This design comes from an exercise in tuning for small area, a short achievable clock period and few clock cycles per item on the open sky130 flow, not from production work.
Function was checked by simulation only, so behaviour that the tests miss may differ from the original.
Power and IR drop assume default switching activity.

// kh_addr_decode
module kh_addr_decode (
    input  wire        clk,
    input  wire        rst,           
    input  wire        cfg_we,
    input  wire [3:0]  cfg_idx,
    input  wire [63:0] cfg_wdata,
    input  wire        in_valid,
    output reg         in_ready,
    input  wire [51:0] in_addr,
    output reg         out_valid,
    input  wire        out_ready,
    output reg  [6:0]  out_slice,
    output reg  [12:0] out_sf_set,
    output reg  [7:0]  out_hlc_set,
    output reg  [9:0]  out_pred,
    output reg         out_hit,
    output reg  [3:0]  out_region,
    output reg  [3:0]  out_port
);
Size: about 3,800 cells after synthesis, about 1,100 flip-flops, about 170 I/O pins.
export LEC_CHECK = 0
export ABC_AREA = 1
export CAP_MARGIN = 20
export CORE_MARGIN = 2
export CORE_UTILIZATION = 40
export CTS_BUF_LIST = sky130_fd_sc_hd__clkbuf_8
export SLEW_MARGIN = 20
create_clock -name core_clock -period 105.0 [get_ports {clk}]
standard.sh (not shown) runs the stock make flow with config.mk's settings and CLKGATE_MAP_FILE= SYNTH_SCRIPT=/design/flow/synth_recipe.tcl, a recipe that flattens the netlist after the stock synthesis.
==> flow/flow/run.sh <==
#!/bin/bash
set -euo pipefail
rm -rf scripts_mod
cp -r "$FLOW_HOME/scripts" scripts_mod
cp flow/abc_area.script scripts_mod/abc_area.script
export SCRIPTS_DIR="$PWD/scripts_mod"
export BUFFER_PORTS_ARGS="-buffer_cell sky130_fd_sc_hd__buf_1"
bash standard.sh > standard.log 2>&1
==> flow/flow/abc_area.script <==
strash
dch -f
map -a
topo
Testbench counts at the start, summed over its fixed seeds: cycles 16,016, items 16,000.
Change:
--- a/flow/flow/run.sh
+++ b/flow/flow/run.sh
@@ -5,4 +5,5 @@
 cp flow/abc_area.script scripts_mod/abc_area.script
 export SCRIPTS_DIR="$PWD/scripts_mod"
+export SYNTH_ARGS="-noabc"
 export BUFFER_PORTS_ARGS="-buffer_cell sky130_fd_sc_hd__buf_1"
 bash standard.sh > standard.log 2>&1
Settings changed: CAP_MARGIN 20 to 50, CORE_UTILIZATION 40 to 60, CTS_CLUSTER_DIAMETER from default to 80, CTS_CLUSTER_SIZE from default to 16, SLEW_MARGIN 20 to 50.
Effect:
- worst hold slack gains 0.031 ns
- combinational power went down by 7.6%
- wire length fell by about 4%
- global-route usage rose by 9.5 points
- design area goes down by about 6%
- power fell by about 12%
- utilization is higher by 20 points
- register-to-register slack degrades by 0.47 ns
- clock power drops by 40%
- setup slack gets worse by 0.032 ns
- clock-buffer cell count came out lower by 101
Change:
==> flow/flow/run.sh (replaced) <==
#!/bin/bash
set -euo pipefail
rm -rf scripts_mod
cp -r "$FLOW_HOME/scripts" scripts_mod
cp flow/abc_area.script scripts_mod/abc_area.script
export SCRIPTS_DIR="$PWD/scripts_mod"
export BUFFER_PORTS_ARGS="-buffer_cell sky130_fd_sc_hd__buf_1"
bash standard.sh > standard.log 2>&1
Settings changed: CAP_MARGIN 50 to 20, CORE_UTILIZATION 60 to 75, SLEW_MARGIN 50 to 20.
- design area rose by 0.78%
- fmax stays flat
- sequential cell count does not change
- total power rose by 7.9%
- first-iteration DRC count rose by 82%
- die area fell by 18%
- hold slack stays flat
- clock skew rose by 0.021 ns
Change:
Settings changed: CORE_UTILIZATION 75 to 60.
The changed run ran to the end with no violations; global-route usage is lower by 9.7 points; utilization is lower by 16 points; worst setup slack gets better by 0.020 ns; combinational power is lower by about 2.6%; cell area is higher by 0.59%; count of clock-buffer cells in the layout is lower by 1; via count is lower by 6.5%; synthesized cell count stays the same; non-clock buffer count is higher by 3; power is lower by about 1.5%.

---

kh_addr_decode again, from the RTL that the note above started with.
Design kh_addr_decode, start of the top module:
module kh_addr_decode (
    input  wire        clk,
    input  wire        rst,           
    input  wire        cfg_we,
    input  wire [3:0]  cfg_idx,
    input  wire [63:0] cfg_wdata,
    input  wire        in_valid,
    output reg         in_ready,
    input  wire [51:0] in_addr,
    output reg         out_valid,
    input  wire        out_ready,
    output reg  [6:0]  out_slice,
    output reg  [12:0] out_sf_set,
    output reg  [7:0]  out_hlc_set,
    output reg  [9:0]  out_pred,
    output reg         out_hit,
    output reg  [3:0]  out_region,
    output reg  [3:0]  out_port
);
Settings: LEC_CHECK=0, CAP_MARGIN=20, CORE_MARGIN=2, CORE_UTILIZATION=40, CTS_BUF_LIST=sky130_fd_sc_hd__clkbuf_8, SLEW_MARGIN=20; clock period 105.0 ns.
run.sh (not shown) runs the stock make flow with config.mk's settings and CLKGATE_MAP_FILE= SYNTH_SCRIPT=/design/flow/synth_recipe.tcl, a recipe that flattens the netlist after the stock synthesis.
Stock flow here: none of the scripts above is used.
The starting point produced a clean layout.
Testbench counts at the start, summed over its fixed seeds: cycles 16,016, items 16,000.
Edit:
==> flow/flow/run.sh (new file) <==
#!/bin/bash
set -euo pipefail
rm -rf scripts_mod
cp -r "$FLOW_HOME/scripts" scripts_mod
cp flow/abc_area.script scripts_mod/abc_area.script
export SCRIPTS_DIR="$PWD/scripts_mod"
export BUFFER_PORTS_ARGS="-buffer_cell sky130_fd_sc_hd__buf_1"
bash standard.sh > standard.log 2>&1
==> flow/flow/abc_area.script (new file) <==
strash
dch -f
map -a
topo
==> flow/standard.sh (new file) <==
#!/bin/bash
# synth_recipe.tcl (not shown) runs the flow's synth.tcl, then flattens the netlist and writes it again
# the make line also repeats each setting of config.mk as NAME=value (left out here)
make -C /OpenROAD-flow-scripts/flow DESIGN_CONFIG=/design/flow/config.mk WORK_HOME=/design/flow/orfs CLKGATE_MAP_FILE= SYNTH_SCRIPT=/design/flow/synth_recipe.tcl "${@:-finish}"
Settings changed: ABC_AREA from default to 1, CAP_MARGIN 20 to 50, CORE_UTILIZATION 40 to 60, CTS_BUF_LIST sky130_fd_sc_hd__clkbuf_8 to sky130_fd_sc_hd__clkbuf_16, CTS_CLUSTER_DIAMETER from default to 150, CTS_CLUSTER_SIZE from default to 30, SLEW_MARGIN 20 to 50.
removed: flow/run.sh
- clock-buffer cell count drops by 146
- global-route usage grows by 7.8 points
- clock skew is about the same
- synthesized area falls by 10%
- setup slack improved by 0.51 ns
Edit:
--- a/flow/flow/run.sh
+++ b/flow/flow/run.sh
@@ -5,4 +5,5 @@
 cp flow/abc_area.script scripts_mod/abc_area.script
 export SCRIPTS_DIR="$PWD/scripts_mod"
+export SYNTH_ARGS="-noabc"
 export BUFFER_PORTS_ARGS="-buffer_cell sky130_fd_sc_hd__buf_1"
 bash standard.sh > standard.log 2>&1
Settings changed: CAP_MARGIN 50 to 70, CTS_BUF_LIST sky130_fd_sc_hd__clkbuf_16 to sky130_fd_sc_hd__clkbuf_8, CTS_CLUSTER_DIAMETER 150 to 80, CTS_CLUSTER_SIZE 30 to 16, SLEW_MARGIN 50 to 70.
What happened:
- The new run went through all stages and came out clean
- routed wire length drops by a few percent
- non-clock buffer count climbs by 64
- cell area barely changes
- global-route usage climbs by 0.11 points
- first-iteration DRC count climbs slightly
- sequential power barely changes
Edit:
==> flow/flow/run.sh (replaced) <==
#!/bin/bash
set -euo pipefail
rm -rf scripts_mod
cp -r "$FLOW_HOME/scripts" scripts_mod
cp flow/abc_area.script scripts_mod/abc_area.script
export SCRIPTS_DIR="$PWD/scripts_mod"
export BUFFER_PORTS_ARGS="-buffer_cell sky130_fd_sc_hd__buf_1"
bash standard.sh > standard.log 2>&1
Settings changed: CAP_MARGIN 70 to 50, SLEW_MARGIN 70 to 50.
Die area went up slightly. Sequential share of layout area went down by 0.18 points. Flip-flop and latch count does not change. Hold slack degrades by 0.019 ns. Worst setup slack degrades by 0.011 ns.

what the ideal ports hide:
How much do the figures lean on ideal ports? The routed layouts below were timed once more, with nothing changed but the port constraints. Step 1 assumes that a clkbuf_16 drives the clock port and a buf_2 every other input. Step 2, shift: input delay + t, output delay - t, t = (earliest + latest rising clock arrival at the registers) / 2. This alone moves slack from input paths to output paths. Slacks: no drivers / after step 1 / after step 2; pairs: no drivers / after step 1.
run	t (ns)	setup slack, ns	hold slack, ns	clock arrival spread, ns
the first run of note 1	0.953	82.421 / 82.354 / 81.520	0.495 / 0.495 / 0.495	0.068 / 0.068
the second run of note 1	0.772	82.389 / 82.426 / 81.654	0.526 / 0.526 / 0.526	0.044 / 0.044
the third run of note 1	0.803	82.326 / 82.363 / 81.559	0.525 / 0.525 / 0.525	0.056 / 0.057
the fourth run of note 1	0.798	82.347 / 82.388 / 81.590	0.519 / 0.519 / 0.519	0.054 / 0.054
the first run of note 2	0.988	81.995 / 82.011 / 81.022	0.496 / 0.496 / 0.496	0.067 / 0.067
the second run of note 2	0.705	82.501 / 82.546 / 81.841	0.532 / 0.532 / 0.532	0.053 / 0.053
the third run of note 2	0.792	82.622 / 82.557 / 82.228	0.526 / 0.526 / 0.526	0.041 / 0.041
the fourth run of note 2	0.797	82.612 / 82.558 / 81.857	0.507 / 0.507 / 0.507	0.060 / 0.060
After both steps setup and hold are still met in every run listed. For the first run of note 2, which loses most, drivers alone change the setup slack by +0.016 ns; drivers and shift together by -0.973 ns.
